This design comes from an exercise in tuning for small area, a short achievable clock period and few clock cycles per item on the open sky130 flow, not from production work.
Where RTL was checked, it was by simulation tests only, not by an equivalence proof against the original.
No functional check of the RTL was part of runs 1, 2, 7 and 8.
Power and IR drop assume default switching activity.

**standard.sh**
```bash
#!/bin/bash
# synth_recipe.tcl (not shown) runs the flow's synth.tcl, then flattens the netlist and writes it again
# the make line also repeats each setting of config.mk as NAME=value (left out here)
make -C /OpenROAD-flow-scripts/flow DESIGN_CONFIG=/design/flow/config.mk WORK_HOME=/design/flow/orfs CLKGATE_MAP_FILE= SYNTH_SCRIPT=/design/flow/synth_recipe.tcl "${@:-finish}"
```
**flow/run.sh**
```bash
#!/bin/bash
# Standard ORFS layout with a tighter repair target and small port buffers.
set -euo pipefail
bash standard.sh SETUP_SLACK_MARGIN=10.6 \
  "BUFFER_PORTS_ARGS=-buffer_cell sky130_fd_sc_hd__buf_1" finish > orfs_make.log 2>&1
```
**constraint.sdc**
```tcl
create_clock -name core_clock -period 15.0 [get_ports {clk}]
set_input_delay 3.0000 -clock core_clock [delete_from_list [all_inputs] [get_ports {clk}]]
set_output_delay 3.0000 -clock core_clock [all_outputs]
set_load 0.01 [all_outputs]
```
**config.mk**
```make
export PLATFORM = sky130hd
export DESIGN_NAME = stripe_engine
export DESIGN_NICKNAME = stripe_engine
export VERILOG_FILES = /design/flow/design.v
export SDC_FILE = /design/flow/constraint.sdc
export NUM_CORES = 4
export LEC_CHECK = 0
export CAP_MARGIN = 20
export CORE_MARGIN = 2
export CORE_UTILIZATION = 25
export PLACE_DENSITY = 0.35
export SLEW_MARGIN = 20
```
**design.v**
```verilog
module stripe_engine (
  input  wire        clk,
  input  wire        rst,
  input  wire        cmd_valid,
  output wire        cmd_ready,
  input  wire [1:0]  cmd_op,        
  input  wire [4:0]  cmd_dcount,    
  input  wire [21:0] cmd_miss,      
  input  wire        cmd_miss_p,    
  input  wire        cmd_miss_q,    
  input  wire        in_valid,
  output wire        in_ready,
  input  wire [63:0] in_data,
  output wire        res_valid,
  input  wire        res_ready,
  output reg  [2:0]  res_status,
  output reg  [4:0]  res_pos,
  output reg  [63:0] res_p,
  output reg  [63:0] res_q,
  output reg  [63:0] res_dx,
  output reg  [63:0] res_dy
);
  localparam ST_OK = 3'd0, ST_QBAD = 3'd1, ST_PBAD = 3'd2, ST_LOST = 3'd3, ST_DBAD = 3'd4;
  function automatic [7:0] gf_mul(input [7:0] a, input [7:0] b);
    reg [7:0] r, t;
    integer i;
    begin
      r = 8'h00;
      t = a;
      for (i = 0; i < 8; i = i + 1) begin
        if (b[i]) r = r ^ t;
        t = {t[6:0], 1'b0} ^ (t[7] ? 8'h1D : 8'h00);
      end
      gf_mul = r;
    end
  endfunction
  function automatic [7:0] gf_xtime(input [7:0] a);
    gf_xtime = {a[6:0], 1'b0} ^ (a[7] ? 8'h1D : 8'h00);
  endfunction
  function automatic [7:0] gf_xinv(input [7:0] a);
    gf_xinv = {1'b0, a[7:1]} ^ (a[0] ? 8'h8E : 8'h00);
  endfunction
  function automatic [7:0] g_pos(input [4:0] e);
    g_pos =
      (e == 5'd0) ? 8'h01 :
      (e == 5'd1) ? 8'h02 :
      (e == 5'd2) ? 8'h04 :
      (e == 5'd3) ? 8'h08 :
      (e == 5'd4) ? 8'h10 :
      (e == 5'd5) ? 8'h20 :
      (e == 5'd6) ? 8'h40 :
      (e == 5'd7) ? 8'h80 :
      (e == 5'd8) ? 8'h1D :
      (e == 5'd9) ? 8'h3A :
      (e == 5'd10) ? 8'h74 :
      (e == 5'd11) ? 8'hE8 :
      (e == 5'd12) ? 8'hCD :
      (e == 5'd13) ? 8'h87 :
      (e == 5'd14) ? 8'h13 :
      (e == 5'd15) ? 8'h26 :
      (e == 5'd16) ? 8'h4C :
      (e == 5'd17) ? 8'h98 :
      (e == 5'd18) ? 8'h2D :
      (e == 5'd19) ? 8'h5A :
      (e == 5'd20) ? 8'hB4 :
      (e == 5'd21) ? 8'h75 :
      8'h00;
  endfunction
  function automatic [7:0] g_neg(input [4:0] e);
    g_neg =
      (e == 5'd0) ? 8'h01 :
      (e == 5'd1) ? 8'h8E :
      (e == 5'd2) ? 8'h47 :
      (e == 5'd3) ? 8'hAD :
      (e == 5'd4) ? 8'hD8 :
      (e == 5'd5) ? 8'h6C :
      (e == 5'd6) ? 8'h36 :
      (e == 5'd7) ? 8'h1B :
      (e == 5'd8) ? 8'h83 :
      (e == 5'd9) ? 8'hCF :
      (e == 5'd10) ? 8'hE9 :
      (e == 5'd11) ? 8'hFA :
      (e == 5'd12) ? 8'h7D :
      (e == 5'd13) ? 8'hB0 :
      (e == 5'd14) ? 8'h58 :
      (e == 5'd15) ? 8'h2C :
      (e == 5'd16) ? 8'h16 :
      (e == 5'd17) ? 8'h0B :
      (e == 5'd18) ? 8'h8B :
      (e == 5'd19) ? 8'hCB :
      (e == 5'd20) ? 8'hEB :
      (e == 5'd21) ? 8'hFB :
      8'h00;
  endfunction
  function automatic [7:0] g_tinv(input [4:0] e);
    g_tinv =
      (e == 5'd1) ? 8'hF4 :
      (e == 5'd2) ? 8'hA7 :
      (e == 5'd3) ? 8'h9D :
      (e == 5'd4) ? 8'h72 :
      (e == 5'd5) ? 8'hED :
      (e == 5'd6) ? 8'h5F :
      (e == 5'd7) ? 8'h54 :
      (e == 5'd8) ? 8'hA0 :
      (e == 5'd9) ? 8'hA9 :
      (e == 5'd10) ? 8'hFB :
      (e == 5'd11) ? 8'h74 :
      (e == 5'd12) ? 8'h85 :
      (e == 5'd13) ? 8'hE4 :
      (e == 5'd14) ? 8'hC0 :
      (e == 5'd15) ? 8'h8A :
      (e == 5'd16) ? 8'h67 :
      (e == 5'd17) ? 8'hDC :
      (e == 5'd18) ? 8'h26 :
      (e == 5'd19) ? 8'h63 :
      (e == 5'd20) ? 8'hF2 :
      (e == 5'd21) ? 8'hE9 :
      8'h00;
  endfunction
  reg        busy_in;           
  reg        cmd_ready_r;
  reg        in_ready_r;
  reg        rdy_d, rdy_p, rdy_q;   
  reg        rec_r, chk_r;      
  reg [4:0]  n_r;               
  reg [21:0] miss_r;
  reg        mp_r, mq_r;
  reg [4:0]  bcnt;              
  reg [4:0]  xr, yr;            
  reg [1:0]  nd;                
  reg [63:0] pacc, racc;        
  assign cmd_ready = cmd_ready_r;
  assign in_ready  = in_ready_r;
  wire cmd_take  = cmd_valid & cmd_ready_r;
  wire beat_d    = in_valid & rdy_d;
  wire beat_p    = in_valid & rdy_p;
  wire beat_q    = in_valid & rdy_q;
  wire missing   = rec_r & miss_r[bcnt];
  wire first     = (bcnt == 5'd0);
  wire last_d    = (bcnt == n_r - 5'd1);
  wire [4:0] bnext = bcnt + 5'd1;
  reg [63:0] racc_x;
  integer l;
  always @(*) begin
    for (l = 0; l < 8; l = l + 1)
      racc_x[8*l +: 8] = gf_xinv(racc[8*l +: 8]);
  end
  reg        pass;              
  reg        ldone;             
  reg [3:0]  cnt;               
  reg        rv;                
  reg [7:0]  kr, kq, kt;        
  reg        m_gen, m_chk, m_lost, m_c4, m_c5, m_c6, m_c7, m_mp, m_mq;
  reg [4:0]  n_pass;
  reg [7:0]  s_u, s_x;          
  reg        found;             
  reg        bad;
  reg        spnz, sqnz;
  reg        sact;              
  reg [7:0]  st;                
  reg [4:0]  sj;
  reg        xfound;
  reg [4:0]  xpos;
  assign res_valid = rv;
  wire [7:0] lp = res_p[7:0];
  wire [7:0] lq = res_q[7:0];
  wire [7:0] la = res_dx[7:0];
  wire [7:0] lr = res_dy[7:0];
  wire [7:0] tp = res_p[63:56];
  wire [7:0] tq = res_q[63:56];
  wire [7:0] sp  = lp ^ la;
  wire [7:0] mr  = gf_mul(kr, lr);
  wire [7:0] sq  = lq ^ mr;
  wire [7:0] opq = m_c5 ? sp : m_chk ? tp : lq;
  wire [7:0] mq  = gf_mul(kq, opq);
  wire [7:0] opt = m_chk ? tq : s_u;
  wire [7:0] mt  = gf_mul(kt, opt);
  reg [7:0] np, nq, x1;
  always @(*) begin
    np = 8'd0; nq = 8'd0; x1 = 8'd0;
    if (m_gen) begin
      np = la; nq = mr;
    end else if (m_chk) begin
      np = sp; nq = sq;
    end else if (m_c4) begin
      np = m_mp ? la : lp;
      nq = m_mq ? mr : lq;
    end else if (m_c5) begin
      np = lp;
      nq = m_mq ? (mr ^ mq) : lq;
      x1 = sp;
    end else if (m_c6) begin
      x1 = mq ^ mr;
      np = la ^ mq ^ mr;
      nq = lq;
    end else if (m_c7) begin
      np = lp; nq = lq;
      x1 = sp;
    end
  end
  wire [7:0] nx = m_c7 ? (s_x ^ mt) : s_x;
  wire [7:0] ny = m_c7 ? mt : 8'd0;
  wire [7:0] st1 = gf_xtime(st);
  wire [7:0] st2 = gf_xtime(st1);
  wire [7:0] st3 = gf_xtime(st2);
  wire [7:0] st4 = gf_xtime(st3);
  wire h0 = (st  == kq) && (sj        < n_pass);
  wire h1 = (st1 == kq) && (sj + 5'd1 < n_pass);
  wire h2 = (st2 == kq) && (sj + 5'd2 < n_pass);
  wire h3 = (st3 == kq) && (sj + 5'd3 < n_pass);
  wire [2:0] nlost = {1'b0, nd} + {2'b00, mp_r} + {2'b00, mq_r};
  wire s_lost = rec_r & (nlost > 3'd2);
  wire s_c4 = rec_r & ~s_lost & (nd == 2'd0);
  wire s_c5 = rec_r & ~s_lost & (nd == 2'd1) & ~mp_r;
  wire s_c6 = rec_r & ~s_lost & (nd == 2'd1) & mp_r;
  wire s_c7 = rec_r & ~s_lost & (nd == 2'd2);
  wire [4:0] e_r = (s_c6 | s_c7) ? (n_r - 5'd1 - xr) : (n_r - 5'd1);
  wire idle_next = ~pass & ~(rv & ~res_ready);
  always @(posedge clk) begin
    if (rst) begin
      busy_in     <= 1'b0;
      cmd_ready_r <= 1'b1;
      in_ready_r  <= 1'b0;
      rdy_d       <= 1'b0;
      rdy_p       <= 1'b0;
      rdy_q       <= 1'b0;
      pass        <= 1'b0;
      rv          <= 1'b0;
    end else begin
      if (cmd_take) begin
        busy_in     <= 1'b1;
        cmd_ready_r <= 1'b0;
        in_ready_r  <= 1'b1;
        rdy_d       <= 1'b1;
      end
      if (beat_d & last_d) begin
        rdy_d      <= 1'b0;
        in_ready_r <= idle_next;
        rdy_p      <= idle_next;
      end
      if (busy_in & ~rdy_d & ~rdy_q & ~in_ready_r) begin
        in_ready_r <= idle_next;
        rdy_p      <= idle_next;
      end
      if (beat_p) begin
        rdy_p <= 1'b0;
        rdy_q <= 1'b1;
      end
      if (beat_q) begin
        rdy_q       <= 1'b0;
        busy_in     <= 1'b0;
        cmd_ready_r <= 1'b1;
        in_ready_r  <= 1'b0;
        pass        <= 1'b1;
      end
      if (pass && !ldone && cnt == 4'd8 && !m_chk) begin
        pass <= 1'b0;
        rv   <= 1'b1;
      end
      if (pass && ldone && !sact) begin
        pass <= 1'b0;
        rv   <= 1'b1;
      end
      if (rv && res_ready)
        rv <= 1'b0;
    end
  end
  always @(posedge clk) begin
    if (cmd_take) begin
      rec_r  <= (cmd_op == 2'd1);
      chk_r  <= (cmd_op == 2'd2);
      n_r    <= cmd_dcount;
      miss_r <= cmd_miss;
      mp_r   <= cmd_miss_p;
      mq_r   <= cmd_miss_q;
      bcnt   <= 5'd0;
      nd     <= 2'd0;
    end
    if (beat_d) begin
      bcnt <= bnext;
      if (missing) begin
        if (nd == 2'd0) xr <= bcnt;
        if (nd == 2'd1) yr <= bcnt;
        if (nd != 2'd3) nd <= nd + 2'd1;
      end
    end
  end
  always @(posedge clk) begin
    if (beat_q) begin
      ldone  <= 1'b0;
      cnt    <= 4'd0;
      m_gen  <= ~rec_r & ~chk_r;
      m_chk  <= chk_r;
      m_lost <= s_lost;
      m_c4   <= s_c4;
      m_c5   <= s_c5;
      m_c6   <= s_c6;
      m_c7   <= s_c7;
      m_mp   <= mp_r;
      m_mq   <= mq_r;
      n_pass <= n_r;
      kr     <= g_pos(e_r);
      kq     <= s_c5 ? g_pos(xr) : g_neg(xr);
      kt     <= g_tinv(yr - xr);
      found  <= 1'b0;
      bad    <= 1'b0;
      spnz   <= 1'b0;
      sqnz   <= 1'b0;
      sact   <= 1'b0;
      xfound <= 1'b0;
    end else if (pass) begin
      if (!ldone) begin
        cnt <= cnt + 4'd1;
        if (cnt == 4'd8) begin
          ldone <= 1'b1;
          if (!m_chk) begin
            res_pos    <= 5'd0;
            res_status <= m_lost ? ST_LOST : ST_OK;
          end
        end
        if (m_chk && cnt != 4'd0) begin
          if (tp != 8'd0) spnz <= 1'b1;
          if (tq != 8'd0) sqnz <= 1'b1;
          if (!found) begin
            if (tp != 8'd0) begin
              found <= 1'b1;
              kt    <= tp;
              kq    <= tq;
              st    <= tp;
              sj    <= 5'd0;
              sact  <= 1'b1;
            end else if (tq != 8'd0) begin
              bad <= 1'b1;
            end
          end else if (mt != mq) begin
            bad <= 1'b1;
          end
        end
      end
      if (sact) begin
        if (h0 | h1 | h2 | h3) begin
          xfound <= 1'b1;
          xpos   <= h0 ? sj : h1 ? sj + 5'd1 : h2 ? sj + 5'd2 : sj + 5'd3;
          sact   <= 1'b0;
        end else if (sj + 5'd4 >= n_pass) begin
          sact   <= 1'b0;
        end
        st <= st4;
        sj <= sj + 5'd4;
      end
      if (ldone && !sact) begin
        res_pos <= 5'd0;
        if (!spnz && !sqnz)      res_status <= ST_OK;
        else if (!spnz)          res_status <= ST_QBAD;
        else if (!sqnz)          res_status <= ST_PBAD;
        else if (!bad && xfound) begin
          res_status <= ST_DBAD;
          res_pos    <= xpos;
        end else                 res_status <= ST_LOST;
      end
    end
  end
  always @(posedge clk) begin
    pacc <= ((beat_d & first) ? 64'd0 : pacc) ^ ((beat_d & ~missing) ? in_data : 64'd0);
    if (beat_d)
      racc <= (first ? 64'd0 : racc_x) ^ (missing ? 64'd0 : in_data);
  end
  always @(posedge clk) begin
    s_u <= sp ^ mq ^ mr;
    s_x <= x1;
  end
  always @(posedge clk) begin
    if (beat_p)
      res_p <= in_data;
    if (beat_q) begin
      res_q  <= in_data;
      res_dx <= pacc;
      res_dy <= racc;
    end
    if (pass && !ldone && cnt != 4'd8) begin
      res_p <= {np, res_p[63:8]};
      res_q <= {nq, res_q[63:8]};
    end
    if (pass && !ldone) begin
      res_dx <= {nx, res_dx[63:8]};
      res_dy <= {ny, res_dy[63:8]};
    end
  end
endmodule
```
==> run summary, run 1 <==
CTS tree=built; First-pass DRT Iterations=7; Fin. Hold Viols=0; Die ar.=0.121 mm2; Main synth FF type=edfxtp_1; Worst setup SP type=flip-flop; Max IR drop VDD=0.0975 mV; dpl hpwl=92.4 mm; drt total wl=128 mm; worst setup margin=10.53 ns; Critical Path End Type=output pin; Max clock buf depth=3; critical path's largest stage delay=0.60 ns; H-tree levels=2; Post-synth top cells=nand2_1, edfxtp_1, xor2_1; antenna violations before repair=12; Int Power=3.02 mW; Core Area=0.118 mm2; Worst slew margin=26.9%; top cell type's share of synthesized area=43.3%; post-route ant nets=0; sequential-to-total area share from yosys stat=50.2%; syn_nets=3,285; Synth cell types=84; Worst Path Max Fanout=3; HP Class=reg -> reg; largest cells by area after synthesis=edfxtp_1, nand2_1, xor2_1; Worst-Margin Slew=1.10 ns; clock latency on the worst-skew pair=0.67 ns; DR vias/cell=4.63; sequential group share of total power=43.5%; Data required, critical path=12.00 ns; max-slew violations=0; Logic pwr share=20.5%; crit path buf inv count=1; nets=3,628; #FFs+latches synth=529; area grow syn2layout=19.7%; CP top delay family=flip-flops; # hold bufs at CTS=0; DRC viols=0; Initial Utilization=25.1%; YS warnings=1; Psw=1.35 mW; first-pass GRT wire length=178 mm; PD cells=123 mW/mm2; clock share of power=36.0%; status=no timing/DRC/antenna violations; crit path cell chain=buf_1; top-count cell post-synth=nand2_1; Placement Setup Slack=9.51 ns; FP Rows=126; fraction of layout cells with a size suffix above 1=9.40%; Period Utilization, post-route=29.8%; Multi-input gate area=0.0139 mm2; Max Fclk=224 MHz; leakage power=13.6 nW; setup TNS=0 ns; largest net degree at the start of global routing=81; GRT Residual Overflow=0; clock sink count=529; clock root cell=clkbuf_16; syn avg cell area=9.40 um2; wire per inst=25.1 um; clock-pin slew on the worst setup and hold paths=0.06 ns; Reg area=0.0149 mm2; GPL Wtd Cong=0.839; Synth area leader=edfxtp_1; 1st-iter DRT viols=1,886; Port Buf Inserts=366; WS Path Type=reg -> out; switch share=30.8%; Post-Syn Instances=3,156; number of fill cells in the layout=12,700; critical path data arrival time=1.47 ns; Die W=348 um; cts bufs inserted=61; post-layout min period=4.47 ns; EDFF count, synth=428; number of global-route vias before repair=23,100; Via Count=23,600; Mapped Area=0.0297 mm2; setup violators final=0; RSZ-0062 raised after global routing=true; MaxCap Viol Count=0; Die H=348 um; Overall Global Routing Usage=20.5%; Clock Skews=0.0358 ns; io pins=367; Async S/R FF share, synth=0%; slowest CP cell=edfxtp_1
power groups by stage:
stage / registers (mW) / logic [mW] / clock network [mW]
2_1_floorplan: 1.89 / 0.610 / 0
5_1_grt: 1.92 / 0.987 / 1.66
4_1_cts: 1.90 / 0.898 / 1.62
3_5_place_dp: 1.94 / 0.870 / 0
3_3_place_gp: 1.94 / 0.867 / 0
6_report: 1.90 / 0.894 / 1.57
cells by family (layout without fill, tap and decap cells):
| family | after synthesis | count (layout) | share of synthesized area [%] |
|---|---|---|---|
| DFF | 529 | 529 | 50.2 |
| xor gates and xnor gates | 483 | 483 | 15.2 |
| other | 0 | 3 | 0 |
| AOI/OAI and AO/OA | 361 | 361 | 7.65 |
| and+or+nand+nor | 1426 | 1427 | 19.2 |
| muxes | 75 | 75 | 2.99 |
| buffers and inverters | 252 | 647 | 3.46 |
| adders and majority gates | 30 | 30 | 1.33 |
registers in the layout, indices dropped and copies added (netlist names), 22 cells and up:
signal / flops
miss_r: 22
pacc: 64
racc: 64
res_dx: 64
res_dy: 64
res_p: 64
res_q: 64
layout make-up:
type,count,area share [%]
Sequential cell,529,41.9
Multi-Input combinational cell,2376,39.2
Timing Repair Buffer,474,6.94
Tap cell,1536,5.42
Clock buffer,86,5.02
Clock inverter,30,0.881
Inverter,57,0.631
Antenna cell,3,0.0212
stage by stage:
step | area, um2 | instances | utilization (%) | hold WS (ns) | power [mW]
detailed placement | 32500 | 4900 | 27.6 | 0.464 | 2.81
finish | 35500 | 5091 | 30.1 | 0.477 | 4.36
CTS | 35400 | 5086 | 30.0 | 0.478 | 4.41
floorplan | 29700 | 3156 | - | 0.427 | 2.50
global placement | 32500 | 4900 | 27.6 | 0.457 | 2.81
global route | 35500 | 5089 | 30.1 | 0.496 | 4.57
per-layer routing:
metal	GRT usage [%]	wire [um]	part of all wire, %	vias to the layer above
met3	4.08	7190	5.6	117
met5	0	70	0.055	-
li1	-	-	-	11300
met2	32.5	57600	45	614
met4	3.88	2250	1.8	10
met1	29.0	60400	47	11600
placed cells by master (no fill, tap or decap), types with 7 or more instances in the layout:
cell type	synthesis	routed
a211oi_1	10	10
a21o_1	8	8
a21oi_1	93	91
a221oi_1	12	12
a22oi_1	17	17
a31oi_1	9	9
and2_1	11	11
buf_1	28	320
buf_2	10	16
buf_4	8	92
buf_6	4	33
clkbuf_1	140	10
clkbuf_16	0	62
clkbuf_2	5	9
clkbuf_8	0	14
clkinv_2	0	16
dfxtp_1	101	101
edfxtp_1	428	428
ha_1	26	26
inv_1	52	51
mux2_2	18	18
mux2i_1	40	40
nand2_1	1109	1103
nand2b_1	14	13
nand3_1	40	39
nand3b_1	7	7
nor2_1	162	160
nor2b_1	15	14
nor3_1	27	26
o211ai_1	12	12
o21ai_0	98	98
o221ai_1	9	9
o22ai_1	34	34
o31ai_1	7	7
xnor2_1	213	212
xnor2_2	8	9
xnor3_1	9	9
xor2_1	243	243
xor2_2	8	8
timing repair:
item	CTS	global route
pin swaps	1	0
setup endpoints to repair	128	44
setup buffers	69	2
gates cloned	1	0
gates resized for setup	83	19
worst min-delay path, stage by stage (launching register included):
cell	delay, ns
dfxtp_1	0.31
nand2_1	0.07
xor2_1	0.06
final timing paths:
kind	slack (ns)	endpoint	cells after the start	start
worst max-delay path	10.53	res_p[8]	1	res_p[8]
worst min register to register	0.48	pacc[44]	2	pacc[44]
worst max register to register	10.84	kr[6]	12	mp_r
worst min-delay path	0.48	pacc[44]	2	pacc[44]
==> run 2, diff against run 1 <==
--- a/config.mk
+++ b/config.mk
@@ -9,4 +9,5 @@
 export CORE_MARGIN = 2
 export CORE_UTILIZATION = 25
+export CTS_BUF_LIST = sky130_fd_sc_hd__clkbuf_8
 export PLACE_DENSITY = 0.35
 export SLEW_MARGIN = 20
==> run 2 against run 1 <==
Against the previous run:
- sequential share of layout area is 0.54 points lower
- worst setup slack got worse by 0.039 ns
- utilization increased by 0.39 points
- sequential power is essentially flat
- global-route usage increased by 0.27 points
- fmax decreased by 0.86%
- highest routed layer unchanged
- synthesized cell count stayed put
- combinational power is 1% higher
- clock power down 14%
==> run summary, run 2 <==
Placement Setup Slack=9.51 ns; CP top delay family=flip-flops; sequential-to-total area share from yosys stat=50.2%; Initial Utilization=25.1%; crit path buf inv count=1; largest cells by area after synthesis=edfxtp_1, nand2_1, xor2_1; Data required, critical path=12.00 ns; RSZ-0062 raised after global routing=true; 1st-iter DRT viols=1,698; worst reg2reg setup slack=10.84 ns; clock latency on the worst-skew pair=0.74 ns; Die ar.=0.121 mm2; post-layout min period=4.51 ns; largest net degree at the start of global routing=81; Mapped Area=0.0297 mm2; antenna violations before repair=13; wire per inst=24.7 um; most common cell after layout, fill and taps aside=nand2_1; cts bufs inserted=99; area grow syn2layout=21.2%; most frequent cells in the layout=nand2_1, edfxtp_1, buf_1, xor2_1, xnor2_1; Post-Syn Instances=3,156; syn avg cell area=9.40 um2; setup violators final=0; Overall Global Routing Usage=20.8%; Clock Skews=0.0643 ns; top-count cell post-synth=nand2_1; PD cells=115 mW/mm2; slowest CP cell=edfxtp_1; DRC viols=0; post-route ant nets=0; GPL Wtd Cong=0.839; Period Utilization, post-route=30.1%; Synth cell types=84; DR vias/cell=4.63; worst setup margin=10.49 ns; Max clock buf depth=3; hold path endpoint=busy_in; setup TNS=0 ns; Max IR drop VDD=0.0577 mV; leakage power=14.2 nW; number of global-route vias before repair=23,700; HP Class=reg -> reg; Synth area leader=edfxtp_1; #FFs+latches synth=529; clock sink count=529; fraction of layout cells with a size suffix above 1=13.2%; Post-synth top cells=nand2_1, edfxtp_1, xor2_1; H-tree levels=3; Via Count=24,200; First-pass DRT Iterations=5; Worst slew margin=26.1%; max-slew violations=0; dpl hpwl=92.4 mm; crit path cell chain=buf_1; Worst setup SP type=flip-flop; critical path's largest stage delay=0.58 ns; R2R cell count=12; Core Area=0.118 mm2; Port Buf Inserts=366; worst hold start=busy_in; first-pass GRT wire length=180 mm; io pins=367; FF-to-FF Start=res_p[0]; Critical Path End Type=output pin; nets=3,732; clock root cell=clkbuf_8; Die W=348 um; status=no timing/DRC/antenna violations; Max Fclk=222 MHz; hold path depth=1; CTS tree=built; drt total wl=129 mm; WS Path Type=reg -> out; Worst Path Max Fanout=2; power consumption=4.15 mW; Main synth FF type=edfxtp_1; worst r2r dst=res_p[62]; clock-pin slew on the worst setup and hold paths=0.06 ns; YS warnings=1; Die H=348 um; MaxCap Viol Count=0; EDFF count, synth=428; critical path data arrival time=1.51 ns; top cell type's share of synthesized area=43.3%; FP Rows=126; Fin. Hold Viols=0; Async S/R FF share, synth=0%; Worst-Margin Slew=1.11 ns; syn_nets=3,285; GRT Residual Overflow=0
==> run 2: changes by cell type in the layout (fill, tap and decap cells not counted), moves of 21 or more <==
cell,change
buf_4,+66
clkbuf_16,-62
buf_1,-62
buf_6,+21
clkbuf_8,+96
inv_1,+55
clkbuf_2,+26
==> run 2: per-layer routing <==
metal  routed length (um)  track usage (%)  vias to the layer above  share of wire [%]
li1                     -                -                    11500                  -
met1                60600             29.3                    11900                 47
met2                58000             32.5                      713                 45
met3                 7690             4.33                      126                6.0
met4                 2760             5.00                        8                2.1
met5                   56                0                        -              0.043
==> run 2: repair_timing <==
action	4_1_cts	5_1_grt
resized for setup	153	44
pin swaps	1	0
endpoints found under the setup margin	221	110
cloned	1	0
hold buffers	0	0
hold endpoints to repair	0	0
setup buffers	122	15
==> run 2: cell type report <==
cell class	count	area, um2
Fill cell	12800	82000
Sequential cell	529	14900
Multi-Input combinational cell	2376	13900
Timing Repair Buffer	540	3150
Tap cell	1536	1920
Clock buffer	110	1510
Clock inverter	76	344
Inverter	57	221
Antenna cell	5	12.5
==> run 2: metrics by stage <==
stage / utilization [%] / hold slack (ns) / instances / cell area (um2)
6_report: 30.5 / 0.475 / 5229 / 36000
5_1_grt: 30.5 / 0.495 / 5226 / 35900
4_1_cts: 30.3 / 0.476 / 5209 / 35700
3_5_place_dp: 27.6 / 0.464 / 4900 / 32500
3_3_place_gp: 27.6 / 0.457 / 4900 / 32500
2_1_floorplan: - / 0.427 / 3156 / 29700
==> run 2: report_power, final <==
part	internal, mW	switching (mW)
registers	1.79	0.111
clock network	0.675	0.674
logic	0.342	0.562
total	2.80	1.35
==> run 2: cells by family (layout without fill, tap and decap cells) <==
logic type,after synthesis,in the layout,share of synthesized area [%]
AND/OR/NAND/NOR,1426,1427,19.2
multiplexers,75,75,2.99
adder cells (fa/ha/maj),30,30,1.33
XOR/XNOR,483,483,15.2
other,0,5,0
flip-flops,529,529,50.2
buffers and inverters,252,783,3.46
AO/OA/AOI/OAI,361,361,7.65
==> run 2: how the worst max path moves through the flow <==
stage	from	endpoint	slack, ns	depth (start not counted)
5_1_grt	res_dx[44]	res_dx[44]	10.43	1
6_report	res_p[8]	res_p[8]	10.49	1
4_1_cts	res_p[56]	res_p[56]	10.41	1
3_5_place_dp	in_valid	res_dy[54]	9.51	5
3_3_place_gp	in_valid	res_dy[54]	9.52	5
2_1_floorplan	in_valid	in_ready_r	10.22	7
==> run 3, diff against run 2 <==
--- a/design.v
+++ b/design.v
@@ -287,5 +287,5 @@
   end
   always @(posedge clk) begin
-    if (beat_q) begin
+    if (rdy_q) begin
       ldone  <= 1'b0;
       cnt    <= 4'd0;
@@ -371,11 +371,11 @@
   end
   always @(posedge clk) begin
-    if (beat_p)
-      res_p <= in_data;
-    if (beat_q) begin
-      res_q  <= in_data;
+    if (rdy_p) begin
+      res_p  <= in_data;
       res_dx <= pacc;
       res_dy <= racc;
     end
+    if (rdy_q)
+      res_q  <= in_data;
     if (pass && !ldone && cnt != 4'd8) begin
       res_p <= {np, res_p[63:8]};
--- a/config.mk
+++ b/config.mk
@@ -9,5 +9,4 @@
 export CORE_MARGIN = 2
 export CORE_UTILIZATION = 25
-export CTS_BUF_LIST = sky130_fd_sc_hd__clkbuf_8
 export PLACE_DENSITY = 0.35
 export SLEW_MARGIN = 20
==> run 3 against run 2 <==
Against the previous run:
- still clean
- sequential cell count is the same
- critical path type unchanged
- highest routed layer unchanged
- clock skew shrank 0.037 ns
- register-to-register slack lost 0.04 ns
==> run summary, run 3 <==
status=no timing/DRC/antenna violations; PD cells=134 mW/mm2; complex-gate fraction of the synthesized area=7.96%; R2R cell count=9; YS warnings=1; crit path buf inv count=1; wire per inst=25.0 um; mux cell area share after synthesis=3.04%; setup violators final=0; top-count cell post-synth=nand2_1; Worst setup SP type=flip-flop; DRC viols=0; worst reg2reg setup slack=10.80 ns; most frequent cells in the layout=nand2_1, edfxtp_1, buf_1, xor2_1, xnor2_1; Post-Syn Instances=3,110; Synth area leader=edfxtp_1; Clock Skews=0.0268 ns; area grow syn2layout=18.4%; worst setup margin=10.60 ns; Via Count=23,500; Hold Slack=0.465 ns; # hold bufs at CTS=0; Placement Setup Slack=10.08 ns; worst r2r dst=bad; FP Rows=126; Critical Path End Type=output pin; WS Path Type=reg -> out; Initial Utilization=25.2%; dpl hpwl=91.5 mm; cts bufs inserted=66; Adder-Cell Fraction of Synth Area=1.29%; Async S/R FF share, synth=0%; fraction of layout cells with a size suffix above 1=8.21%; Period Utilization, post-route=29.3%; nets=3,573; Max clock buf depth=3; Worst Path Max Fanout=3; first-pass GRT wire length=176 mm; Die H=349 um; clock-pin slew on the worst setup and hold paths=0.06 ns; clock root cell=clkbuf_16; syn_nets=3,239; Synth Area in XOR/XNOR=15.6%; clock sink count=529; max-slew violations=0; Post-DP Area=0.0326 mm2; Max IR drop VDD=0.0753 mV; clock latency on the worst-skew pair=0.63 ns; 1st-iter DRT viols=1,995; final non-filler cell area=0.0353 mm2; worst hold start=busy_in; Worst-Margin Slew=1.03 ns; setup TNS=0 ns; post-layout min period=4.40 ns; HP Class=reg -> reg; Synth cell types=91; H-tree levels=3; Max Fclk=227 MHz; top cell type's share of synthesized area=43.1%; leakage power=13.6 nW; syn avg cell area=9.58 um2; main combinational cell family by area after synthesis=simple AND/OR/NAND/NOR gates; Post-synth top cells=nand2_1, edfxtp_1, xor2_1; hold path depth=1; critical path data arrival time=1.40 ns; Die ar.=0.122 mm2; Worst slew margin=31.1%; Placed Instances=4,852; Overall Global Routing Usage=20.3%; RSZ-0062 raised after global routing=true; number of global-route vias before repair=22,900; slowest CP cell=edfxtp_1; Main synth FF type=edfxtp_1; FF-to-FF Start=m_chk; DR vias/cell=4.66; Core Area=0.118 mm2; io pins=367; largest net degree at the start of global routing=79; CP top delay family=flip-flops; Mapped Area=0.0298 mm2; sequential-to-total area share from yosys stat=49.9%; First-pass DRT Iterations=5; post-route ant nets=0; most common cell after layout, fill and taps aside=nand2_1; Final Util=29.9%; crit path cell chain=buf_1; GRT Residual Overflow=0; Data required, critical path=12.00 ns; drt total wl=126 mm; Synth Area in Simple Gates=18.5%; GPL Wtd Cong=0.830; largest cells by area after synthesis=edfxtp_1, nand2_1, xor2_1; CTS tree=built; Port Buf Inserts=366; Die W=349 um; Fin. Hold Viols=0; MaxCap Viol Count=0; power consumption=4.73 mW; critical path's largest stage delay=0.58 ns; #FFs+latches synth=529; final cell count without fillers=5,034; EDFF count, synth=428; hold path endpoint=busy_in; antenna violations before repair=10
-- run 3: changes by cell type after synthesis, moves of 8 or more --
cell	previous run	this run
inv_1	52	60
nand2_1	1109	1063
or3_1	3	11
xnor3_1	9	20
o22ai_1	34	21
nand2b_1	14	25
nor2_1	162	140
xnor2_1	213	194
a21oi_1	93	104
nand3_1	40	30
-- run 3: cell type report --
class                   count  area [um2]
fillers                 12500       82800
flip-flops and latches    529       14900
repair buffers            462        2190
diodes                      2        5.00
multi-input cells        2321       13900
well taps                1536        1920
inverters                  64         248
clock inverters            26         249
clock buffers              94        1860
-- run 3: layer usage --
layer  wire length (um)  GRT usage (%)  vias up
met3               7330           3.46      127
met1              58600           28.8    11400
met2              56500           31.3      743
met5                 34              0        -
li1                   -              -    11200
met4               3420           6.17        6
-- run 3: what timing repair did --
action | 4_1_cts | 5_1_grt
resized for setup | 14 | 4
pin swaps | 0 | 0
setup buffers | 55 | 4
hold endpoints to repair | 0 | 0
endpoints found under the setup margin | 48 | 11
-- run 3: power by group --
group / switching (mW) / internal [mW] / leakage [nW]
combinational: 0.722 / 0.444 / 7.78
clock: 0.681 / 0.923 / 1.03
sequential: 0.139 / 1.82 / 4.77
-- run 3: how the worst max path moves through the flow --
stage	start	to	slack [ns]	cells past startpoint
2_1_floorplan	in_valid	in_ready_r	10.04	8
3_3_place_gp	in_valid	racc[54]	10.15	4
3_5_place_dp	in_valid	pacc[60]	10.08	6
4_1_cts	res_q[56]	res_q[56]	10.56	1
5_1_grt	res_q[56]	res_q[56]	10.56	1
6_report	res_q[56]	res_q[56]	10.60	1
-- run 3: logic make-up after synthesis --
group,Yosys count
muxes,77
DFF,529
and+or+nand+nor,1370
adders and majority gates,29
AOI/OAI and AO/OA,373
xor gates and xnor gates,472
buffers and inverters,260
Testbench counts of run 3, summed over its fixed seeds: cycles 37,082, items 1,920.
==> run 4, diff against run 3 <==
==> flow/run.sh (replaced) <==
#!/bin/bash
# Standard ORFS layout with a tighter repair target and small port buffers.
set -euo pipefail
bash standard.sh SETUP_SLACK_MARGIN=10.8 \
  "BUFFER_PORTS_ARGS=-buffer_cell sky130_fd_sc_hd__buf_1" finish > orfs_make.log 2>&1
==> run 4 against run 3 <==
Against the previous run:
- still clean on timing, DRC and antenna
- non-clock buffer count grew 151
- worst setup slack gained 0.030 ns
- total power up 1.5%
- sequential power about the same
- global-route usage grew 0.17 points
- critical path depth unchanged
- utilization up 1.7 points
- clock skew increased by 0.0013 ns
- critical endpoint is now res_p[48]
- largest cell class unchanged
==> run summary, run 4 <==
status=no timing/DRC/antenna violations; Overall Global Routing Usage=20.4%; clock root cell=clkbuf_16; Port Buf Inserts=366; worst setup margin=10.63 ns; PD cells=129 mW/mm2; HP Class=reg -> reg; Critical Path End Type=output pin; critical path's largest stage delay=0.54 ns; drt total wl=127 mm; mux cell area share after synthesis=3.04%; # hold bufs at CTS=0; top cell type's share of synthesized area=43.1%; Worst setup SP type=flip-flop; leakage power=15.1 nW; area grow syn2layout=25.1%; worst reg2reg setup slack=11.01 ns; Final Util=31.6%; GRT Residual Overflow=0; Synth Area in Simple Gates=18.5%; complex-gate fraction of the synthesized area=7.96%; syn avg cell area=9.58 um2; clock sink count=529; Main synth FF type=edfxtp_1; wire per inst=24.5 um; Max clock buf depth=3; Clock Skews=0.0281 ns; Worst-Margin Slew=1.02 ns; Mapped Area=0.0298 mm2; largest cells by area after synthesis=edfxtp_1, nand2_1, xor2_1; GPL Wtd Cong=0.830; clock latency on the worst-skew pair=0.63 ns; Placement Setup Slack=10.08 ns; MaxCap Viol Count=0; crit path cell chain=clkbuf_2; most common cell after layout, fill and taps aside=nand2_1; Synth cell types=91; EDFF count, synth=428; cts bufs inserted=66; Synth area leader=edfxtp_1; max-slew violations=0; top-count cell post-synth=nand2_1; Core Area=0.118 mm2; #FFs+latches synth=529; WS Path Type=reg -> out; first-pass GRT wire length=178 mm; sequential-to-total area share from yosys stat=49.9%; fraction of layout cells with a size suffix above 1=17.4%; First-pass DRT Iterations=8; final cell count without fillers=5,184; Die ar.=0.122 mm2; Worst Path Max Fanout=2; Die W=349 um; FP Rows=126; Max IR drop VDD=0.0753 mV; Data required, critical path=12.00 ns; dpl hpwl=91.5 mm; setup TNS=0 ns; most frequent cells in the layout=nand2_1, edfxtp_1, xor2_1, buf_4, xnor2_1; DRC viols=0; Fin. Hold Viols=0; DR vias/cell=4.64; syn_nets=3,239; main combinational cell family by area after synthesis=simple AND/OR/NAND/NOR gates; largest net degree at the start of global routing=79; Placed Instances=4,852; nets=3,724; Adder-Cell Fraction of Synth Area=1.29%; final non-filler cell area=0.0373 mm2; post-route ant nets=0; Die H=349 um; number of fill cells in the layout=12,400; Async S/R FF share, synth=0%; clock-pin slew on the worst setup and hold paths=0.05 ns; YS warnings=1; Initial Utilization=25.2%; Max Fclk=229 MHz; Via Count=24,000; slowest CP cell=edfxtp_1; post-layout min period=4.37 ns; 1st-iter DRT viols=1,913; crit path buf inv count=1; antenna violations before repair=4; setup violators final=0; Post-Syn Instances=3,110; number of global-route vias before repair=23,400; Post-DP Area=0.0326 mm2; Synth Area in XOR/XNOR=15.6%; Period Utilization, post-route=29.1%; CTS tree=built; Worst slew margin=31.7%; critical path data arrival time=1.37 ns; H-tree levels=3; RSZ-0062 raised after global routing=true; Post-synth top cells=nand2_1, edfxtp_1, xor2_1; CP top delay family=flip-flops; io pins=367
==> run 4: cell counts after synthesis <==
Identical to the previous run, type by type.
==> run 4: path summary, 6_finish.rpt <==
| kind | from | end | cells after the start |
|---|---|---|---|
| max | res_p[48] | res_p[48] | 1 |
| min | busy_in | busy_in | 1 |
| max reg2reg | m_chk | res_dx[58] | 10 |
| min reg2reg | busy_in | busy_in | 1 |
==> run 4: layout make-up <==
class / instances / area, um2 / area share (%)
multi-input combinational: 2321 / 14000 / 37.4
inverter: 64 / 248 / 0.665
clock buffer: 94 / 1860 / 4.99
timing repair buffer: 613 / 4160 / 11.2
sequential: 529 / 14900 / 39.9
clock inverter: 26 / 249 / 0.668
antenna: 1 / 2.50 / 0.00671
tap: 1536 / 1920 / 5.16
==> run 4: power breakdown <==
part / switching [mW] / total (mW) / internal (mW)
Sequential: 0.133 / 1.96 / 1.82
Combinational: 0.740 / 1.25 / 0.505
Clock: 0.681 / 1.60 / 0.923
Total: 1.55 / 4.81 / 3.25
==> run 4: repair_timing <==
action                     in CTS  in global routing
cloned                          0                  0
hold endpoints to repair        0                  0
buffers inserted              169                 41
setup endpoints to repair     372                306
resized for setup             211                156
==> run 4: cell families after synthesis <==
family,Yosys count
AO/OA/AOI/OAI,373
AND/OR/NAND/NOR,1370
XOR/XNOR,472
adder cells (fa/ha/maj),29
buffers and inverters,260
flip-flops,529
multiplexers,77
==> run 4: stage by stage <==
step,hold slack (ns),power [mW]
after floorplan,0.427,2.72
after global placement,0.452,3.15
after detailed placement,0.456,3.14
after CTS,0.474,4.84
after global routing,0.492,5.03
final,0.471,4.81
==> run 4: layer usage <==
layer / wire length, um / vias up / track usage (%)
li1: - / 11500 / -
met1: 58900 / 11800 / 29.0
met2: 58700 / 705 / 32.5
met3: 7400 / 100 / 3.26
met4: 2130 / 4 / 4.50
met5: 26 / - / 0
==> run 5, diff against run 4 <==
==> flow/run.sh (replaced) <==
#!/bin/bash
# Standard ORFS layout with a tighter repair target and small port buffers.
set -euo pipefail
bash standard.sh SETUP_SLACK_MARGIN=10.6 \
  "BUFFER_PORTS_ARGS=-buffer_cell sky130_fd_sc_hd__buf_1" finish > orfs_make.log 2>&1
--- a/config.mk
+++ b/config.mk
@@ -8,5 +8,5 @@
 export CAP_MARGIN = 20
 export CORE_MARGIN = 2
-export CORE_UTILIZATION = 25
-export PLACE_DENSITY = 0.35
+export CORE_UTILIZATION = 50
+export PLACE_DENSITY = 0.6
 export SLEW_MARGIN = 20
==> run 5 against run 4 <==
Against the previous run:
- non-clock buffer count down 181
- first-iteration DRC count up 52%
- register-to-register slack got worse by 0.13 ns
- still clean on timing, DRC and antenna
- synthesized cell count unchanged
- fmax decreased by 0.89%
- utilization rose by 26 points
- hold slack improved by 0.0074 ns
- clock power down 6%
- die area decreased by 50%
- final area is 9.0% lower
==> run summary, run 5 <==
setup TNS=0 ns; Die W=248 um; GPL Wtd Cong=0.932; PD cells=135 mW/mm2; post-route ant nets=0; drt total wl=106 mm; setup violators final=0; hold path depth=2; first-pass GRT wire length=151 mm; WS Path Type=reg -> out; post-layout min period=4.41 ns; Initial Utilization=50.5%; most common cell after layout, fill and taps aside=nand2_1; syn avg cell area=9.58 um2; mux cell area share after synthesis=3.04%; Post-synth top cells=nand2_1, edfxtp_1, xor2_1; main combinational cell family by area after synthesis=simple AND/OR/NAND/NOR gates; Synth cell types=91; critical path's largest stage delay=0.60 ns; fraction of layout cells with a size suffix above 1=7.24%; Worst slew margin=24.4%; R2R cell count=11; Fin. Hold Viols=0; clock latency on the worst-skew pair=0.63 ns; max-slew violations=0; complex-gate fraction of the synthesized area=7.96%; Worst Path Max Fanout=5; largest net degree at the start of global routing=102; area grow syn2layout=13.9%; Via Count=24,500; Async S/R FF share, synth=0%; MaxCap Viol Count=0; number of fill cells in the layout=5,268; power consumption=4.60 mW; Die ar.=0.0616 mm2; syn_nets=3,239; Max IR drop VDD=0.0929 mV; RSZ-0062 raised after global routing=false; Final Util=57.5%; leakage power=13.3 nW; sequential-to-total area share from yosys stat=49.9%; status=no timing/DRC/antenna violations; FP Rows=89; CTS tree=built; Worst setup SP type=flip-flop; HP Class=reg -> reg; final cell count without fillers=4,231; Adder-Cell Fraction of Synth Area=1.29%; top cell type's share of synthesized area=43.1%; Critical Path End Type=output pin; First-pass DRT Iterations=6; #FFs+latches synth=529; dpl hpwl=76.5 mm; H-tree levels=2; # hold bufs at CTS=0; largest cells by area after synthesis=edfxtp_1, nand2_1, xor2_1; Main synth FF type=edfxtp_1; Placed Instances=4,087; crit path buf inv count=1; 1st-iter DRT viols=2,915; CP top delay family=flip-flops; Max Fclk=227 MHz; top-count cell post-synth=nand2_1; Mapped Area=0.0298 mm2; Max clock buf depth=3; Placement Setup Slack=9.86 ns; clock sink count=529; EDFF count, synth=428; worst setup margin=10.59 ns; critical path data arrival time=1.41 ns; DR vias/cell=5.79; Data required, critical path=12.00 ns; Core Area=0.0590 mm2; Die H=248 um; Synth area leader=edfxtp_1; number of global-route vias before repair=22,600; most frequent cells in the layout=nand2_1, edfxtp_1, buf_1, xor2_1, xnor2_1; YS warnings=1; Worst-Margin Slew=1.13 ns; Multi-input gate area=0.0139 mm2; io pins=367; Synth Area in XOR/XNOR=15.6%; slowest CP cell=edfxtp_1; DRC viols=0; antenna violations before repair=7; cts bufs inserted=57; Overall Global Routing Usage=33.5%; Post-Syn Instances=3,110; wire per inst=25.0 um; Crit path depth=1; Port Buf Inserts=366; Clock Skews=0.0270 ns; nets=3,534; Reg area=0.0149 mm2; crit path cell chain=buf_1; clock-pin slew on the worst setup and hold paths=0.06 ns; GRT Residual Overflow=0; Synth Area in Simple Gates=18.5%; Period Utilization, post-route=29.4%; clock root cell=clkbuf_16
==> run 5: where the power goes <==
part	switching, mW	internal (mW)	total [mW]
clock network	0.614	0.888	1.50
logic	0.690	0.437	1.13
registers	0.142	1.82	1.97
total	1.45	3.15	4.60
==> run 5: kinds of logic after synthesis <==
kind of cell | after synthesis
and+or+nand+nor | 1370
DFF | 529
xor gates and xnor gates | 472
AOI/OAI and AO/OA | 373
buffers and inverters | 260
muxes | 77
adders and majority gates | 29
==> run 5: tightest hold or removal path, cell delays in order (launching register included) <==
cell and delay [ns]:
dfxtp_1 0.31, nand2_1 0.06, xor2_1 0.06
==> run 5: final timing paths <==
check | from | end | slack (ns)
worst min register to register | pacc[19] | pacc[19] | 0.48
worst max register to register | mp_r | kr[0] | 10.88
worst max-delay path | res_q[57] | res_q[57] | 10.59
worst min-delay path | pacc[19] | pacc[19] | 0.48
==> run 5: cell type report <==
type	count	share of cell area (%)
diodes	4	0.0295
clock buffers	80	4.76
clock inverters	28	1.10
inverters	64	0.730
multi-input cells	2321	41.1
flip-flops and latches	529	43.8
well taps	773	2.85
repair buffers	432	5.63
==> run 5: timing repair <==
action / CTS / global route
setup buffers: 28 / 4
gates resized for setup: 8 / 5
gates cloned: 0 / 0
endpoints found under the setup margin: 34 / 10
==> run 5: per-stage QoR <==
stage | cell area (um2) | hold WS (ns)
after floorplan | 29900 | 0.427
after global placement | 31600 | 0.450
after detailed placement | 31600 | 0.465
after CTS | 33900 | 0.479
after global routing | 33900 | 0.493
final | 33900 | 0.478
==> run 5: routing by layer <==
metal / track usage [%] / vias to the layer above / wire length, um
li1: - / 11100 / -
met1: 50.2 / 11900 / 45700
met2: 48.9 / 1321 / 45800
met3: 6.71 / 171 / 11200
met4: 10.3 / 8 / 3130
met5: 0 / - / 48
==> run 6, diff against run 5 <==
--- a/config.mk
+++ b/config.mk
@@ -8,5 +8,5 @@
 export CAP_MARGIN = 20
 export CORE_MARGIN = 2
-export CORE_UTILIZATION = 50
-export PLACE_DENSITY = 0.6
+export CORE_UTILIZATION = 65
+export PLACE_DENSITY = 0.75
 export SLEW_MARGIN = 20
==> run 6 against run 5 <==
Against the previous run:
- still clean
- final area is 1.4% lower
- first-iteration DRC count grew 39%
- clock power is 7% lower
- fmax grew 0.26%
==> run summary, run 6 <==
crit path buf inv count=1; #FFs+latches synth=529; Fin. Hold Viols=0; area grow syn2layout=12.2%; post-route ant nets=0; Synth area leader=edfxtp_1; largest net degree at the start of global routing=107; Placed Instances=3,901; Mapped Area=0.0298 mm2; first-pass GRT wire length=147 mm; critical path's largest stage delay=0.58 ns; Worst setup SP type=flip-flop; YS warnings=1; H-tree levels=2; clock latency on the worst-skew pair=0.64 ns; WS Path Type=reg -> out; Overall Global Routing Usage=41.5%; number of global-route vias before repair=23,500; Die ar.=0.0476 mm2; Initial Utilization=65.8%; GR Layer Usage met3=11.6%; post-layout min period=4.40 ns; Max IR drop VDD=0.109 mV; critical path data arrival time=1.40 ns; Core Area=0.0453 mm2; clock root cell=clkbuf_16; wire per inst=25.0 um; top cell type's share of synthesized area=43.1%; setup TNS=0 ns; dpl hpwl=70.3 mm; clock-pin slew on the worst setup and hold paths=0.07 ns; nets=3,515; Max Fclk=228 MHz; final cell count without fillers=4,032; PD cells=134 mW/mm2; GRT Residual Overflow=0; drt total wl=101 mm; 1st-iter DRT viols=4,052; Critical Path End Type=output pin; fraction of layout cells with a size suffix above 1=6.79%; MaxCap Viol Count=0; status=no timing/DRC/antenna violations; io pins=367; Placement Setup Slack=9.82 ns; Worst-Margin Slew=1.11 ns; Port Buf Inserts=366; CTS tree=built; leakage power=13.2 nW; Clock Skews=0.0706 ns; setup violators final=0; most common cell after layout, fill and taps aside=nand2_1; antenna violations before repair=5; worst setup margin=10.60 ns; Worst Path Max Fanout=5; Async S/R FF share, synth=0%; Period Utilization, post-route=29.3%; Post-Syn Instances=3,110; Main synth FF type=edfxtp_1; most frequent cells in the layout=nand2_1, edfxtp_1, buf_1, xor2_1, xnor2_1; FP Rows=78; DRC viols=0; slowest CP cell=edfxtp_1; First-pass DRT Iterations=8; CP top delay family=flip-flops; EDFF count, synth=428; cts bufs inserted=52; final non-filler cell area=0.0334 mm2; # hold bufs at CTS=0; met2 Resource Use GR=60.7%; Post-DP Area=0.0313 mm2; HP Class=reg -> reg; Die W=218 um; DR vias/cell=6.28; Synth cell types=91; Post-synth top cells=nand2_1, edfxtp_1, xor2_1; GPL Wtd Cong=0.994; Worst slew margin=26.1%; Max clock buf depth=3; grt met1 use=58.2%; Top Usage Layer GRT=met2; Data required, critical path=12.00 ns; Hold Slack=0.478 ns; crit path cell chain=buf_1; syn_nets=3,239; largest cells by area after synthesis=edfxtp_1, nand2_1, xor2_1; Final Util=73.9%; max-slew violations=0; Die H=218 um; top-count cell post-synth=nand2_1; syn avg cell area=9.58 um2; RSZ-0062 raised after global routing=false; sequential-to-total area share from yosys stat=49.9%; Via Count=25,300; power consumption=4.49 mW; clock sink count=529
==> run 6: cell counts after synthesis <==
Identical to the previous run, type by type.
==> run 6: worst register-to-register path, cell delays in order, from the launching register on <==
cell and delay (ns):
edfxtp_1 0.91, inv_1 0.44, ha_1 0.42, a21o_1 0.18, a21oi_1 0.24, xor2_2 0.62
nor2_1 0.18, a211oi_1 0.31, a31o_2 0.14, a21oi_1 0.06, mux2_2 0.29
==> run 6: path summary, 6_finish.rpt <==
check	from	end	slack, ns	cells past startpoint
setup reg to reg	xr[1]	kt[0]	10.93	10
hold reg to reg	n_r[4]	n_pass[4]	0.48	0
hold / removal	n_r[4]	n_pass[4]	0.48	0
setup / recovery	res_q[59]	res_q[59]	10.60	1
==> run 6: per-layer routing <==
| metal | vias to the layer above | wire length (um) |
|---|---|---|
| li1 | 11000 | - |
| met1 | 12100 | 38100 |
| met2 | 1878 | 43300 |
| met3 | 318 | 14100 |
| met4 | 6 | 5150 |
| met5 | - | 40 |
==> run 6: timing repair <==
| action | 4_1_cts | 5_1_grt |
|---|---|---|
| setup buffers | 24 | 6 |
| endpoints found under the setup margin | 27 | 14 |
| gates resized for setup | 2 | 7 |
==> run 6: logic make-up after synthesis <==
logic type                 share of synthesized area [%]
and+or+nand+nor                                     18.5
DFF                                                 49.9
xor gates and xnor gates                            15.6
AOI/OAI and AO/OA                                   7.96
buffers and inverters                               3.66
muxes                                               3.04
adders and majority gates                           1.29
==> run 6: cell type report <==
type | count | area [um2]
Antenna cell | 2 | 5.00
Clock buffer | 69 | 1480
Clock inverter | 29 | 345
Fill cell | 3297 | 11800
Inverter | 64 | 248
Multi-Input combinational cell | 2321 | 13900
Sequential cell | 529 | 14900
Tap cell | 600 | 751
Timing Repair Buffer | 418 | 1790
==> run 6: power breakdown <==
group          total [mW]  switching [mW]  internal [mW]  leakage [nW]
sequential           1.97           0.148           1.82          4.77
combinational        1.13           0.691          0.436          7.51
clock                1.39           0.600          0.788         0.885
total                4.49            1.44           3.05          13.2
==> run 7, diff against run 6 <==
--- a/design.v
+++ b/design.v
@@ -267,5 +267,5 @@
   end
   always @(posedge clk) begin
-    if (cmd_take) begin
+    if (cmd_ready_r) begin
       rec_r  <= (cmd_op == 2'd1);
       chk_r  <= (cmd_op == 2'd2);
@@ -363,6 +363,5 @@
   always @(posedge clk) begin
     pacc <= ((beat_d & first) ? 64'd0 : pacc) ^ ((beat_d & ~missing) ? in_data : 64'd0);
-    if (beat_d)
-      racc <= (first ? 64'd0 : racc_x) ^ (missing ? 64'd0 : in_data);
+    racc <= racc ^ ({64{beat_d}} & (((first ? 64'd0 : racc_x) ^ racc) ^ (missing ? 64'd0 : in_data)));
   end
   always @(posedge clk) begin
==> run 7 against run 6 <==
Against the previous run:
- still clean on timing, DRC and antenna
- count of clock-buffer cells in the layout decreased by 1
- global-route usage rose by 0.24 points
- sequential share of layout area decreased by 2.1 points
- non-clock buffer count rose by 11
- wire length increased by 1.2%
- final area up 0.51%
- final cell count rose by 4.2%
- critical path type unchanged
- critical endpoint is now res_dx[5]
- largest power group unchanged
- highest routed layer unchanged
==> run summary, run 7 <==
Period Utilization, post-route=29.3%; power consumption=5.01 mW; largest net degree at the start of global routing=88; critical path data arrival time=1.40 ns; Data required, critical path=12.00 ns; FP Rows=78; setup violators final=0; crit path buf inv count=1; clock root cell=clkbuf_16; 1st-iter DRT viols=3,705; Initial Utilization=65.8%; Worst-Margin Slew=1.13 ns; nets=3,685; Port Buf Inserts=366; hold path depth=0; Die H=218 um; CTS tree=built; PD cells=149 mW/mm2; Int Power=3.31 mW; area grow syn2layout=12.8%; MaxCap Viol Count=0; leakage power=13.2 nW; clock sink count=529; Crit path depth=1; Async S/R FF share, synth=0%; Post-synth top cells=nand2_1, edfxtp_1, xnor2_1; Max Fclk=227 MHz; Psw=1.70 mW; top-count cell post-synth=nand2_1; First-pass DRT Iterations=7; Critical Path End Type=output pin; Overall Global Routing Usage=41.8%; syn_nets=3,411; Post-Syn Instances=3,282; number of fill cells in the layout=3,273; Logic pwr share=28.9%; sequential-to-total area share from yosys stat=47.8%; Clock Skews=0.0452 ns; YS warnings=1; cts bufs inserted=52; post-layout min period=4.40 ns; Die ar.=0.0476 mm2; critical path's largest stage delay=0.52 ns; sequential group share of total power=42.4%; CP top delay family=flip-flops; status=no timing/DRC/antenna violations; number of global-route vias before repair=24,000; DRC viols=0; Max IR drop VDD=0.119 mV; io pins=367; H-tree levels=2; Max clock buf depth=3; worst reg2reg setup slack=10.71 ns; Via Count=26,300; Synth cell types=80; GRT Residual Overflow=0; Fin. Hold Viols=0; RSZ-0062 raised after global routing=true; crit path cell chain=buf_1; WS Path Type=reg -> out; syn avg cell area=9.08 um2; clock latency on the worst-skew pair=0.64 ns; most common cell after layout, fill and taps aside=nand2_1; Core Area=0.0453 mm2; Synth area leader=edfxtp_1; antenna violations before repair=4; # hold bufs at CTS=0; R2R cell count=10; Worst slew margin=24.5%; dpl hpwl=71.0 mm; setup TNS=0 ns; wire per inst=24.3 um; GPL Wtd Cong=0.963; Hold Slack=0.471 ns; max-slew violations=0; Worst setup SP type=flip-flop; drt total wl=102 mm; switch share=33.9%; DR vias/cell=6.27; Die W=218 um; Main synth FF type=edfxtp_1; top cell type's share of synthesized area=36.7%; fraction of layout cells with a size suffix above 1=6.39%; first-pass GRT wire length=148 mm; #FFs+latches synth=529; clock-pin slew on the worst setup and hold paths=0.06 ns; slowest CP cell=edfxtp_1; Worst Path Max Fanout=5; HP Class=reg -> reg; Mapped Area=0.0298 mm2; clock share of power=28.7%; largest cells by area after synthesis=edfxtp_1, nand2_1, dfxtp_1; most frequent cells in the layout=nand2_1, buf_1, edfxtp_1, xnor2_1, xor2_1; post-route ant nets=0; EDFF count, synth=364
==> run 7: worst paths after layout <==
path,from,end
worst max register to register,m_chk,bad
worst min-delay path,n_r[4],n_pass[4]
worst max-delay path,res_dx[5],res_dx[5]
worst min register to register,n_r[4],n_pass[4]
==> run 7: cell type report <==
cell class / instances / area, um2 / share of cell area [%]
multi-input cells: 2490 / 14700 / 43.6
flip-flops and latches: 529 / 14200 / 42.4
repair buffers: 429 / 1870 / 5.58
clock buffers: 68 / 1490 / 4.42
well taps: 600 / 751 / 2.23
clock inverters: 29 / 394 / 1.17
inverters: 54 / 203 / 0.603
diodes: 2 / 5.00 / 0.0149
==> run 7: cell families (layout without fill, tap and decap cells) <==
group                      Yosys count  after routing  share of synthesized area, %
and+or+nand+nor                   1460           1462                          19.8
adders and majority gates           30             30                          1.33
AOI/OAI and AO/OA                  438            438                          9.14
DFF                                529            529                          47.8
xor gates and xnor gates           476            476                          15.2
other                                0              2                             0
muxes                               84             84                          3.22
buffers and inverters              265            580                          3.47
==> run 7: timing repair <==
item	in CTS	in global routing
pin swaps	2	1
gates cloned	2	0
buffers inserted	24	16
gates resized for setup	7	7
setup endpoints to repair	88	59
==> run 7: metal layers <==
| layer | share of wire [%] | GRT usage, % | vias up | wire (um) |
|---|---|---|---|---|
| li1 | - | - | 11500 | - |
| met3 | 13 | 9.24 | 301 | 13500 |
| met4 | 5.2 | 18.5 | 2 | 5340 |
| met2 | 44 | 63.6 | 1986 | 45200 |
| met5 | 0.011 | 0 | - | 11 |
| met1 | 37 | 57.6 | 12500 | 37900 |
==> run 7: per-stage QoR <==
step / util [%] / cells / worst slack (ns) / instance area, um2
6_report: 74.2 / 4201 / 10.60 / 33600
5_1_grt: 74.2 / 4200 / 10.58 / 33600
4_1_cts: 73.9 / 4183 / 10.61 / 33500
3_5_place_dp: 69.2 / 4060 / 9.02 / 31300
3_3_place_gp: 69.2 / 4060 / 9.16 / 31300
2_1_floorplan: - / 3282 / 10.69 / 29800
==> run 7: power groups by stage <==
stage	combinational (mW)	sequential [mW]	clock, mW
finish	1.45	2.13	1.44
global route	1.57	2.14	1.48
CTS	1.41	2.11	1.43
detailed placement	1.37	2.15	0
global placement	1.33	2.14	0
floorplan	1.03	2.07	0
==> run 8, diff against run 7 <==
==> flow/run.sh (replaced) <==
#!/bin/bash
# Standard ORFS layout with a tighter repair target and small port buffers.
set -euo pipefail
bash standard.sh SETUP_SLACK_MARGIN=10.8 \
  "BUFFER_PORTS_ARGS=-buffer_cell sky130_fd_sc_hd__buf_1" finish > orfs_make.log 2>&1
==> run 8 against run 7 <==
Against the previous run:
- die area unchanged
- still clean on timing, DRC and antenna
- largest power group unchanged
- sequential share of layout area down 1.8 points
- combinational power rose by 8%
==> run summary, run 8 <==
Post-synth top cells=nand2_1, edfxtp_1, xnor2_1; syn_nets=3,411; YS warnings=1; top-count cell post-synth=nand2_1; Post-Syn Instances=3,282; GRT Residual Overflow=0; leakage power=14.4 nW; Die H=218 um; Die W=218 um; Clock Skews=0.0309 ns; WS Path Type=reg -> out; first-pass GRT wire length=153 mm; EDFF count, synth=364; cts bufs inserted=53; #FFs+latches synth=529; H-tree levels=2; Main synth FF type=edfxtp_1; clock latency on the worst-skew pair=0.64 ns; Synth cell types=80; drt total wl=108 mm; max-slew violations=0; Data required, critical path=12.00 ns; setup TNS=0 ns; top cell type's share of synthesized area=36.7%; Fin. Hold Viols=0; largest net degree at the start of global routing=90; Port Buf Inserts=366; DR vias/cell=6.34; HP Class=reg -> reg; 1st-iter DRT viols=4,107; Synth area leader=edfxtp_1; Max clock buf depth=3; RSZ-0062 raised after global routing=true; slowest CP cell=edfxtp_1; Final Util=77.6%; area grow syn2layout=18.0%; fraction of layout cells with a size suffix above 1=14.0%; number of global-route vias before repair=24,900; Async S/R FF share, synth=0%; most common cell after layout, fill and taps aside=nand2_1; antenna violations before repair=5; clock sink count=529; clock-pin slew on the worst setup and hold paths=0.07 ns; DRC viols=0; Worst slew margin=22.1%; clock root cell=clkbuf_16; PD cells=145 mW/mm2; status=no timing/DRC/antenna violations; wire per inst=24.9 um; Overall Global Routing Usage=43.3%; io pins=367; Via Count=27,600; Max Fclk=229 MHz; crit path cell chain=clkbuf_2; largest cells by area after synthesis=edfxtp_1, nand2_1, dfxtp_1; setup violators final=0; crit path buf inv count=1; sequential-to-total area share from yosys stat=47.8%; Worst setup SP type=flip-flop; power consumption=5.11 mW; Worst-Margin Slew=1.16 ns; critical path data arrival time=1.36 ns; GPL Wtd Cong=0.977; Initial Utilization=65.8%; # diodes=0; critical path's largest stage delay=0.53 ns; CTS tree=built; CP top delay family=flip-flops; dpl hpwl=70.6 mm; post-route ant nets=0; Max IR drop VDD=0.134 mV; Hold Slack=0.473 ns; Mapped Area=0.0298 mm2; number of fill cells in the layout=2,990; post-layout min period=4.37 ns; Worst Path Max Fanout=2; Die ar.=0.0476 mm2; FP Rows=78; most frequent cells in the layout=nand2_1, edfxtp_1, xnor2_1, buf_1, buf_4; nets=3,840; MaxCap Viol Count=0; Period Utilization, post-route=29.1%; First-pass DRT Iterations=6; Core Area=0.0453 mm2; Critical Path End Type=output pin; syn avg cell area=9.08 um2
## run 8: cell count changes in the layout (fill, tap and decap cells not counted), moves of 5 or more
cell	before	now
clkbuf_1	8	15
clkbuf_2	0	107
buf_1	365	223
buf_6	3	33
buf_4	58	205
clkinv_2	10	5
clkbuf_8	4	9
buf_2	1	6
## run 8: cell type report
cell class,count,area [um2],share of cell area [%]
repair buffers,579,3400,9.67
multi-input cells,2494,14700,41.9
inverters,54,203,0.577
well taps,600,751,2.14
clock buffers,78,1530,4.36
flip-flops and latches,529,14200,40.5
clock inverters,20,297,0.844
## run 8: power breakdown
part	internal (mW)	switching (mW)
clock	0.816	0.609
sequential	1.89	0.237
combinational	0.638	0.919
## run 8: worst paths after layout
kind         startpoint         to  slack (ns)  cells past startpoint
min               chk_r      m_chk        0.47                      0
max reg2reg       kr[5]  res_q[56]       10.96                      9
max           res_q[52]  res_q[52]       10.64                      1
min reg2reg       chk_r      m_chk        0.47                      0
## run 8: through the flow
step	area, um2	setup WS [ns]	cells
2_1_floorplan	29800	10.71	3282
3_3_place_gp	31300	9.28	4057
3_5_place_dp	31300	9.10	4057
4_1_cts	34300	10.64	4282
5_1_grt	35100	10.63	4354
6_report	35100	10.64	4354
## run 8: what timing repair did
action | CTS | global route
setup endpoints to repair | 401 | 418
resized for setup | 77 | 142
hold buffers | 0 | 0
gates cloned | 3 | 3
pin swaps | 1 | 0
buffers inserted | 124 | 69
## run 8: cell families (layout without fill, tap and decap cells)
family / Yosys count / in the layout / synth area share [%]
and+or+nand+nor: 1460 / 1466 / 19.8
xor gates and xnor gates: 476 / 476 / 15.2
adders and majority gates: 30 / 30 / 1.33
muxes: 84 / 84 / 3.22
buffers and inverters: 265 / 731 / 3.47
AOI/OAI and AO/OA: 438 / 438 / 9.14
DFF: 529 / 529 / 47.8
## run 8: metal layers
metal | up-vias | part of all wire (%) | global-route usage [%]
met5 | - | 0.052 | 0
met4 | 8 | 6.8 | 23.5
met3 | 450 | 14 | 12.0
met2 | 2232 | 44 | 64.5
met1 | 13000 | 35 | 57.6
li1 | 11900 | - | -

[separate check: timing with driven ports]
The results above use ideal ports. As a check the final layouts listed here were re-extracted and re-timed, cells and wires unchanged. Step 1 assumes that a clkbuf_16 drives the clock port and a buf_2 every other input. Step 2 also shifts input and output timing later by t, the mid clock arrival at the registers, as if the neighbouring blocks saw the same clock. Slacks: ideal / step 1 / step 2; pairs: ideal / step 1.
run | t, ns | setup slack, ns | worst setup path at the end | worst register clock-pin slew, ns
run 1 | 0.729 | 10.531 / 10.458 / 10.036 | input to register | 0.07 / 0.07
run 2 | 0.776 | 10.492 / 10.422 / 9.960 | input to register | 0.07 / 0.07
run 3 | 0.677 | 10.603 / 10.538 / 10.124 | input to register | 0.06 / 0.06
run 4 | 0.677 | 10.633 / 10.569 / 10.256 | input to register | 0.06 / 0.06
run 5 | 0.682 | 10.594 / 10.528 / 10.115 | input to register | 0.07 / 0.07
run 6 | 0.660 | 10.605 / 10.547 / 10.193 | input to register | 0.07 / 0.07
run 7 | 0.677 | 10.603 / 10.539 / 10.044 | input to register | 0.07 / 0.07
run 8 | 0.684 | 10.635 / 10.570 / 10.172 | input to register | 0.07 / 0.07
After both steps setup and hold are still met in every run listed. The setup slack of run 7, which loses most, moves by -0.064 ns with the drivers and by -0.559 ns with both steps.
